This design comes from an exercise in tuning for small area, a short achievable clock period and few clock cycles per item on the open sky130 flow, not from production work. Where RTL was checked, it was by simulation tests only, not by an equivalence proof against the original.

Setup of oak:
==> flow/design.v <==
module aes_sbox_q1 (
    input  wire [7:0]  a,
    output wire [11:0] m
);
    function [3:0] gf16_mul(input [3:0] p, input [3:0] q);
        reg [6:0] t;
        begin
            t = ({3'b0, p} & {7{q[0]}}) ^ ({2'b0, p, 1'b0} & {7{q[1]}}) ^
                ({1'b0, p, 2'b0} & {7{q[2]}}) ^ ({p, 3'b0} & {7{q[3]}});
            if (t[6]) t = t ^ 7'b1001100;
            if (t[5]) t = t ^ 7'b0100110;
            if (t[4]) t = t ^ 7'b0010011;
            gf16_mul = t[3:0];
        end
    endfunction
    wire [7:0] c;
    assign c[0] = a[0] ^ a[5] ^ a[7];
    assign c[1] = a[2];
    assign c[2] = a[2] ^ a[3] ^ a[4] ^ a[5] ^ a[6] ^ a[7];
    assign c[3] = a[3] ^ a[4];
    assign c[4] = a[4] ^ a[5] ^ a[6];
    assign c[5] = a[1] ^ a[4] ^ a[6] ^ a[7];
    assign c[6] = a[2] ^ a[3] ^ a[5] ^ a[7];
    assign c[7] = a[5] ^ a[7];
    wire [3:0] ah = c[7:4];
    wire [3:0] al = c[3:0];
    wire [3:0] d  = gf16_mul(gf16_mul(ah, ah), 4'd8) ^ gf16_mul(ah, al) ^ gf16_mul(al, al);
    assign m = {ah, ah ^ al, d};
endmodule
module aes_sbox_q2 (
    input  wire [11:0] m,
    output wire [7:0]  z
);
    function [3:0] gf16_mul(input [3:0] p, input [3:0] q);
        reg [6:0] t;
        begin
            t = ({3'b0, p} & {7{q[0]}}) ^ ({2'b0, p, 1'b0} & {7{q[1]}}) ^
                ({1'b0, p, 2'b0} & {7{q[2]}}) ^ ({p, 3'b0} & {7{q[3]}});
            if (t[6]) t = t ^ 7'b1001100;
            if (t[5]) t = t ^ 7'b0100110;
            if (t[4]) t = t ^ 7'b0010011;
            gf16_mul = t[3:0];
        end
    endfunction
    function [3:0] gf16_inv(input [3:0] p);
        begin
            gf16_inv[0] = p[0] ^ p[1] ^ p[2] ^ (p[0] & p[2]) ^ (p[1] & p[2]) ^
                          (p[0] & p[1] & p[2]) ^ p[3] ^ (p[1] & p[2] & p[3]);
            gf16_inv[1] = (p[0] & p[1]) ^ (p[0] & p[2]) ^ (p[1] & p[2]) ^ p[3] ^
                          (p[1] & p[3]) ^ (p[0] & p[1] & p[3]);
            gf16_inv[2] = (p[0] & p[1]) ^ p[2] ^ (p[0] & p[2]) ^ p[3] ^
                          (p[0] & p[3]) ^ (p[0] & p[2] & p[3]);
            gf16_inv[3] = p[1] ^ p[2] ^ p[3] ^ (p[0] & p[3]) ^ (p[1] & p[3]) ^
                          (p[2] & p[3]) ^ (p[1] & p[2] & p[3]);
        end
    endfunction
    wire [3:0] di = gf16_inv(m[3:0]);
    assign z = {gf16_mul(m[11:8], di), gf16_mul(m[7:4], di)};
endmodule
module aes_sbox_q3 (
    input  wire [7:0] z,
    output wire [7:0] y
);
    assign y[0] = z[0] ^ z[2] ^ z[6] ^ 1'b1;
    assign y[1] = z[0] ^ z[1] ^ z[2] ^ z[3] ^ z[4] ^ z[5] ^ 1'b1;
    assign y[2] = z[0] ^ z[3] ^ z[5] ^ z[6];
    assign y[3] = z[0] ^ z[2] ^ z[5];
    assign y[4] = z[0] ^ z[1] ^ z[3] ^ z[4] ^ z[5];
    assign y[5] = z[1] ^ z[2] ^ z[3] ^ z[5] ^ z[6] ^ z[7] ^ 1'b1;
    assign y[6] = z[4] ^ z[6] ^ z[7] ^ 1'b1;
    assign y[7] = z[1] ^ z[2];
endmodule
module aes256_line (
    input  wire         clk,
    input  wire         rst,         
    input  wire         in_valid,
    output wire         in_ready,
    input  wire [255:0] in_key,
    input  wire [127:0] in_data,
    output reg          out_valid,
    input  wire         out_ready,
    output wire [127:0] out_data
);
    reg         a_valid, b_valid, c_valid;
    reg         a_park,  b_park,  c_park;    
    reg [1:0]   a_tag,   b_tag,   c_tag;     
    reg [3:0]   a_round, b_round, c_round;   
    reg [255:0] a_kwin,  b_kwin,  c_kwin;    
    reg [127:0] a_state;
    reg [191:0] b_m;         
    reg [47:0]  b_km;        
    reg [127:0] c_z;         
    reg [31:0]  c_kz;        
    reg [1:0]   head;        
    reg [1:0]   tail;        
    reg [127:0] out_reg;
    assign out_data = out_reg;
    wire finish   = !c_park && (c_round == 4'd14);
    wire done     = c_valid && (finish || c_park);
    wire oldest   = (c_tag == head);
    wire out_free = !out_valid || out_ready;
    wire c_go     = done && oldest && out_free;
    reg  in_ready_r;
    assign in_ready = in_ready_r;
    wire load     = in_valid && in_ready;
    wire [1:0] head_next      = c_go ? head + 2'd1 : head;
    wire       out_valid_next = c_go || (out_valid && !out_ready);
    genvar g;
    wire [191:0] m1;
    wire [47:0]  km1;
    generate
        for (g = 0; g < 16; g = g + 1) begin : g_q1
            aes_sbox_q1 u_q1 (.a(a_state[127-8*g -: 8]), .m(m1[191-12*g -: 12]));
        end
        for (g = 0; g < 4; g = g + 1) begin : g_kq1
            aes_sbox_q1 u_q1 (.a(a_kwin[31-8*g -: 8]), .m(km1[47-12*g -: 12]));
        end
    endgenerate
    wire [127:0] z2;
    wire [31:0]  kz2;
    generate
        for (g = 0; g < 16; g = g + 1) begin : g_q2
            aes_sbox_q2 u_q2 (.m(b_m[191-12*g -: 12]), .z(z2[127-8*g -: 8]));
        end
        for (g = 0; g < 4; g = g + 1) begin : g_kq2
            aes_sbox_q2 u_q2 (.m(b_km[47-12*g -: 12]), .z(kz2[31-8*g -: 8]));
        end
    endgenerate
    wire [127:0] sub_bytes;
    wire [31:0]  sub_word;   
    generate
        for (g = 0; g < 16; g = g + 1) begin : g_q3
            aes_sbox_q3 u_q3 (.z(c_z[127-8*g -: 8]), .y(sub_bytes[127-8*g -: 8]));
        end
        for (g = 0; g < 4; g = g + 1) begin : g_kq3
            aes_sbox_q3 u_q3 (.z(c_kz[31-8*g -: 8]), .y(sub_word[31-8*g -: 8]));
        end
    endgenerate
    wire [127:0] shift_rows;
    generate
        for (g = 0; g < 16; g = g + 1) begin : g_sr
            localparam integer R = g % 4;
            localparam integer C = g / 4;
            localparam integer SRC = 4 * ((C + R) % 4) + R;
            assign shift_rows[127-8*g -: 8] = sub_bytes[127-8*SRC -: 8];
        end
    endgenerate
    function [7:0] xtime(input [7:0] b);
        xtime = {b[6:0], 1'b0} ^ (b[7] ? 8'h1b : 8'h00);
    endfunction
    function [31:0] mix_column(input [31:0] col);
        reg [7:0] a0, a1, a2, a3;
        begin
            a0 = col[31:24]; a1 = col[23:16]; a2 = col[15:8]; a3 = col[7:0];
            mix_column[31:24] = xtime(a0) ^ xtime(a1) ^ a1 ^ a2 ^ a3;
            mix_column[23:16] = a0 ^ xtime(a1) ^ xtime(a2) ^ a2 ^ a3;
            mix_column[15:8]  = a0 ^ a1 ^ xtime(a2) ^ xtime(a3) ^ a3;
            mix_column[7:0]   = xtime(a0) ^ a0 ^ a1 ^ a2 ^ xtime(a3);
        end
    endfunction
    wire [127:0] mix_columns = {mix_column(shift_rows[127:96]), mix_column(shift_rows[95:64]),
                                mix_column(shift_rows[63:32]),  mix_column(shift_rows[31:0])};
    wire [127:0] round_key = c_kwin[127:0];
    wire [127:0] round_out = mix_columns ^ round_key;    
    wire [127:0] final_out = shift_rows ^ round_key;     
    reg [7:0] rcon;
    always @(*) begin
        case (c_round[3:1])
            3'd0: rcon = 8'h01;
            3'd1: rcon = 8'h02;
            3'd2: rcon = 8'h04;
            3'd3: rcon = 8'h08;
            3'd4: rcon = 8'h10;
            3'd5: rcon = 8'h20;
            default: rcon = 8'h40;
        endcase
    end
    wire [31:0] temp = c_round[0] ? {sub_word[23:16] ^ rcon, sub_word[15:0], sub_word[31:24]}
                                  : sub_word;
    wire [31:0] p0 = c_kwin[255:224];
    wire [31:0] p1 = p0 ^ c_kwin[223:192];
    wire [31:0] p2 = p1 ^ c_kwin[191:160];
    wire [31:0] p3 = p2 ^ c_kwin[159:128];
    wire [127:0] next_words = {p0 ^ temp, p1 ^ temp, p2 ^ temp, p3 ^ temp};
    always @(posedge clk) begin
        if (rst) begin
            a_valid   <= 1'b0;
            b_valid   <= 1'b0;
            c_valid   <= 1'b0;
            out_valid <= 1'b0;
            head      <= 2'd0;
            tail      <= 2'd0;
            in_ready_r <= 1'b1;
        end else begin
            in_ready_r <= !b_valid || ((b_park || b_round == 4'd14) &&
                                       b_tag == head_next && !out_valid_next);
            b_valid <= a_valid;
            c_valid <= b_valid;
            a_valid <= load || (c_valid && !c_go);
            if (load)
                tail <= tail + 2'd1;
            head      <= head_next;
            out_valid <= out_valid_next;
        end
    end
    always @(posedge clk) begin
        b_park  <= a_park;
        b_tag   <= a_tag;
        b_round <= a_round;
        b_kwin  <= a_kwin;
        b_m     <= m1;
        b_km    <= km1;
        c_park  <= b_park;
        c_tag   <= b_tag;
        c_round <= b_round;
        c_kwin  <= b_kwin;
        c_z     <= z2;
        c_kz    <= kz2;
        if (in_ready_r) begin
            a_park  <= 1'b0;
            a_tag   <= tail;
            a_round <= 4'd1;
            a_state <= in_data ^ in_key[255:128];
            a_kwin  <= in_key;
        end else begin
            a_park  <= c_park || finish;
            a_tag   <= c_tag;
            a_round <= c_round + 4'd1;
            a_state <= round_out;
            a_kwin  <= {c_kwin[127:0], c_park ? c_kwin[127:0] : finish ? final_out : next_words};
        end
        if (c_go)
            out_reg <= c_park ? c_kwin[127:0] : final_out;
    end
endmodule
==> flow/config.mk <==
export PLATFORM = sky130hd
export DESIGN_NAME = aes256_line
export DESIGN_NICKNAME = aes256_line
export VERILOG_FILES = /design/flow/design.v
export SDC_FILE = /design/flow/constraint.sdc
export NUM_CORES = 4
export LEC_CHECK = 0
export ABC_CLOCK_PERIOD_IN_PS = 2800
export CAP_MARGIN = 20
export CORE_MARGIN = 2
export CORE_UTILIZATION = 40
export PLACE_DENSITY = 0.6
export SETUP_SLACK_MARGIN = 4.7
export SLEW_MARGIN = 20
==> flow/constraint.sdc <==
create_clock -name core_clock -period 7.5 [get_ports {clk}]
set_input_delay 1.5000 -clock core_clock [delete_from_list [all_inputs] [get_ports {clk}]]
set_output_delay 1.5000 -clock core_clock [all_outputs]
set_load 0.01 [all_outputs]
standard.sh (not shown) runs the stock make flow with config.mk's settings and CLKGATE_MAP_FILE= SYNTH_SCRIPT=/design/flow/synth_recipe.tcl, a recipe that flattens the netlist after the stock synthesis.
==> flow/flow/run.sh <==
#!/bin/bash
# Own flow: the standard layout (standard.sh) with two changes:
#  - Yosys's ABC technology mapping uses flow/abc_area.script, an area-oriented
#    script, in place of ORFS's speed script; everything else in synthesis
#    (register mapping, flattening, renaming) is the standard synthesis;
#  - the port buffers that placement inserts on every input and output are
#    buf_4 cells rather than the delay cell buffer_ports picks by default.
# The make output goes to orfs_make.log; ORFS keeps each tool's log in orfs/logs.
set -euo pipefail
W=$(pwd)
sed "s#^source \$::env(SCRIPTS_DIR)/synth.tcl#source $W/my_synth_core.tcl#" synth_recipe.tcl > my_synth.tcl
grep -q my_synth_core.tcl my_synth.tcl
sed 's#^  log_cmd abc {\*}\$abc_args#  set abc_args [lreplace $abc_args 1 1 $::env(MY_ABC_SCRIPT)]\n  log_cmd abc {*}$abc_args#' \
    "$FLOW_HOME/scripts/synth.tcl" > my_synth_core.tcl
grep -q MY_ABC_SCRIPT my_synth_core.tcl
sed -E "s#SYNTH_SCRIPT=[^ ]+#SYNTH_SCRIPT=$W/my_synth.tcl BUFFER_PORTS_ARGS='-buffer_cell sky130_fd_sc_hd__buf_4'#" standard.sh > my_standard.sh
grep -q "SYNTH_SCRIPT=$W/my_synth.tcl" my_standard.sh
export MY_ABC_SCRIPT=$W/flow/abc_area.script
bash my_standard.sh > orfs_make.log 2>&1
==> flow/flow/abc_area.script <==
strash
&get -n
&fraig -x
&put
dc2
strash
&get -n
&dch -f
&nf
&put
Testbench counts of oak, summed over its fixed seeds: cycles 5,456, blocks 384.
The inputs of pine differ from those of oak as listed below.
--- a/flow/design.v
+++ b/flow/design.v
@@ -215,9 +215,9 @@
         c_round <= b_round;
         c_kwin  <= b_kwin;
         c_z     <= z2;
         c_kz    <= kz2;
-        if (in_ready_r) begin
+        if (load) begin
             a_park  <= 1'b0;
             a_tag   <= tail;
             a_round <= 4'd1;
             a_state <= in_data ^ in_key[255:128];
- There was hardly any difference in cell area after synthesis between pine and oak.
- On core area, pine tracks oak almost exactly.
- Row total wire length: pine lower / oak higher
- Looking at setup slack of the worst register-to-register path across oak and pine, the one that comes out lower is oak.
- Any difference in fraction of the core area covered by cells at the end of the flow between oak and pine is small enough to ignore.
- Compared with oak, pine shows layout overhead on the synthesized area lower by 0.16 points.
- Status: die extent in x parity (oak, pine)
- The initial antenna violation count in pine was lower than what oak gave.
- pine completed every stage of the flow, and the final layout passed the timing, design-rule and antenna checks.
- Status: adder-cell area share of the yosys netlist parity (pine, oak)
Testbench counts of pine, summed over its fixed seeds: cycles 5,456, blocks 384.

---

RTL: the design.v shown in full above, as it stands there.
clock: 7.5 ns
lec_check: 0
abc_clock_period_in_ps: 2800
cap_margin: 20
core_margin: 2
core_utilization: 45
cts_cluster_diameter: 120
cts_cluster_size: 26
place_density: 0.7
setup_slack_margin: 4.7
slew_margin: 20
==> flow/flow/run.sh <==
#!/bin/bash
# Own flow: the standard layout (standard.sh) with two changes:
#  - Yosys's ABC technology mapping uses flow/abc_area.script, an area-oriented
#    script, in place of ORFS's speed script; everything else in synthesis
#    (register mapping, flattening, renaming) is the standard synthesis;
#  - the port buffers that placement inserts on every input and output are
#    buf_2 cells rather than the delay cell buffer_ports picks by default.
# The make output goes to orfs_make.log; ORFS keeps each tool's log in orfs/logs.
set -euo pipefail
W=$(pwd)
sed "s#^source \$::env(SCRIPTS_DIR)/synth.tcl#source $W/my_synth_core.tcl#" synth_recipe.tcl > my_synth.tcl
grep -q my_synth_core.tcl my_synth.tcl
sed 's#^  log_cmd abc {\*}\$abc_args#  set abc_args [lreplace $abc_args 1 1 $::env(MY_ABC_SCRIPT)]\n  log_cmd abc {*}$abc_args#' \
    "$FLOW_HOME/scripts/synth.tcl" > my_synth_core.tcl
grep -q MY_ABC_SCRIPT my_synth_core.tcl
sed -E "s#SYNTH_SCRIPT=[^ ]+#SYNTH_SCRIPT=$W/my_synth.tcl BUFFER_PORTS_ARGS='-buffer_cell sky130_fd_sc_hd__buf_2'#" standard.sh > my_standard.sh
grep -q "SYNTH_SCRIPT=$W/my_synth.tcl" my_standard.sh
export MY_ABC_SCRIPT=$W/flow/abc_area.script
bash my_standard.sh > orfs_make.log 2>&1
==> flow/flow/abc_area.script <==
strash
&get -n
&fraig -x
&put
dc2
strash
&get -n
&dch -f
&nf -R 1000
&put
The baseline finished with timing, DRC and antenna clean.
Testbench counts at the start, summed over its fixed seeds: cycles 5,456, blocks 384.
==> next run, changes <==
--- a/flow/design.v
+++ b/flow/design.v
@@ -85,9 +85,9 @@
     reg         a_park,  b_park,  c_park;    
     reg [1:0]   a_tag,   b_tag,   c_tag;     
     reg [3:0]   a_round, b_round, c_round;   
     reg [255:0] a_kwin,  b_kwin,  c_kwin;    
-    reg [127:0] a_state;
+    reg [127:0] a_state;     
     reg [191:0] b_m;         
     reg [47:0]  b_km;        
     reg [127:0] c_z;         
     reg [31:0]  c_kz;        
@@ -105,16 +105,18 @@
     wire load     = in_valid && in_ready;
     wire [1:0] head_next      = c_go ? head + 2'd1 : head;
     wire       out_valid_next = c_go || (out_valid && !out_ready);
     genvar g;
+    wire [127:0] ark = a_state ^ a_kwin[255:128];
+    wire [31:0]  kw  = a_kwin[31:0];
     wire [191:0] m1;
     wire [47:0]  km1;
     generate
         for (g = 0; g < 16; g = g + 1) begin : g_q1
-            aes_sbox_q1 u_q1 (.a(a_state[127-8*g -: 8]), .m(m1[191-12*g -: 12]));
+            aes_sbox_q1 u_q1 (.a(ark[127-8*g -: 8]), .m(m1[191-12*g -: 12]));
         end
         for (g = 0; g < 4; g = g + 1) begin : g_kq1
-            aes_sbox_q1 u_q1 (.a(a_kwin[31-8*g -: 8]), .m(km1[47-12*g -: 12]));
+            aes_sbox_q1 u_q1 (.a(kw[31-8*g -: 8]), .m(km1[47-12*g -: 12]));
         end
     endgenerate
     wire [127:0] z2;
     wire [31:0]  kz2;
@@ -159,11 +161,10 @@
         end
     endfunction
     wire [127:0] mix_columns = {mix_column(shift_rows[127:96]), mix_column(shift_rows[95:64]),
                                 mix_column(shift_rows[63:32]),  mix_column(shift_rows[31:0])};
-    wire [127:0] round_key = c_kwin[127:0];
-    wire [127:0] round_out = mix_columns ^ round_key;    
-    wire [127:0] final_out = shift_rows ^ round_key;     
+    wire [127:0] round_out = mix_columns;
+    wire [127:0] final_out = shift_rows ^ c_kwin[127:0];     
     reg [7:0] rcon;
     always @(*) begin
         case (c_round[3:1])
             3'd0: rcon = 8'h01;
@@ -191,10 +192,10 @@
             head      <= 2'd0;
             tail      <= 2'd0;
             in_ready_r <= 1'b1;
         end else begin
-            in_ready_r <= !b_valid || ((b_park || b_round == 4'd14) &&
-                                       b_tag == head_next && !out_valid_next);
+            in_ready_r <= !load && (!b_valid || ((b_park || b_round == 4'd14) &&
+                                                 b_tag == head_next && !out_valid_next));
             b_valid <= a_valid;
             c_valid <= b_valid;
             a_valid <= load || (c_valid && !c_go);
             if (load)
@@ -219,9 +220,9 @@
         if (in_ready_r) begin
             a_park  <= 1'b0;
             a_tag   <= tail;
             a_round <= 4'd1;
-            a_state <= in_data ^ in_key[255:128];
+            a_state <= in_data;      
             a_kwin  <= in_key;
         end else begin
             a_park  <= c_park || finish;
             a_tag   <= c_tag;
The new run finished clean.
Cell count goes down by 1.2%.
Routed wire length goes down by 1.4%.
Area after synthesis goes down by 1.5%.
Final area goes up by 1.7%.
Sequential share of layout area goes down by 0.63 points.
Maximum frequency goes down by 1.8%.
Clock-buffer cell count goes down by 5.
First-iteration DRC count goes up by 4.3%.
Utilization goes up by 1.7 points.
Global-route usage stays flat.
Die area goes down by 1.5%.
No functional check of the RTL was part of the second run of this note.

==> afterwards: timing with drivers on the ports <==
How much do the figures lean on ideal ports? The routed layouts below were timed once more, with nothing changed but the port constraints.
Step 1: set_driving_cell puts a clkbuf_16 on clk and a buf_2 on each other input, an assumption about the parent block.
Step 2 moves the port delays by t, midway between the first and last clock arrival at a register: inputs arrive t later, outputs are due t later. That takes back most of the time a late clock gives input paths.
Three values: no drivers, after step 1, after step 2; two values: the first two.
run	t, ns	setup WS [ns]	hold WS [ns]	latest minus earliest clock arrival (ns)	worst slew at a driven data input, ns
oak	0.895	4.474 / 4.390 / 4.607	0.302 / 0.302 / 0.302	0.040 / 0.041	0.14
pine	0.882	4.512 / 4.430 / 3.854	0.313 / 0.313 / 0.313	0.042 / 0.042	0.19
the first run of note 2	0.766	4.595 / 4.519 / 4.440	0.322 / 0.322 / 0.322	0.040 / 0.040	0.16
the second run of note 2	0.778	4.542 / 4.465 / 4.265	0.306 / 0.306 / 0.306	0.051 / 0.051	0.13
After both steps every run listed still meets setup and hold. The setup slack of pine, which loses most, moves by -0.082 ns with the drivers and by -0.658 ns with both steps.
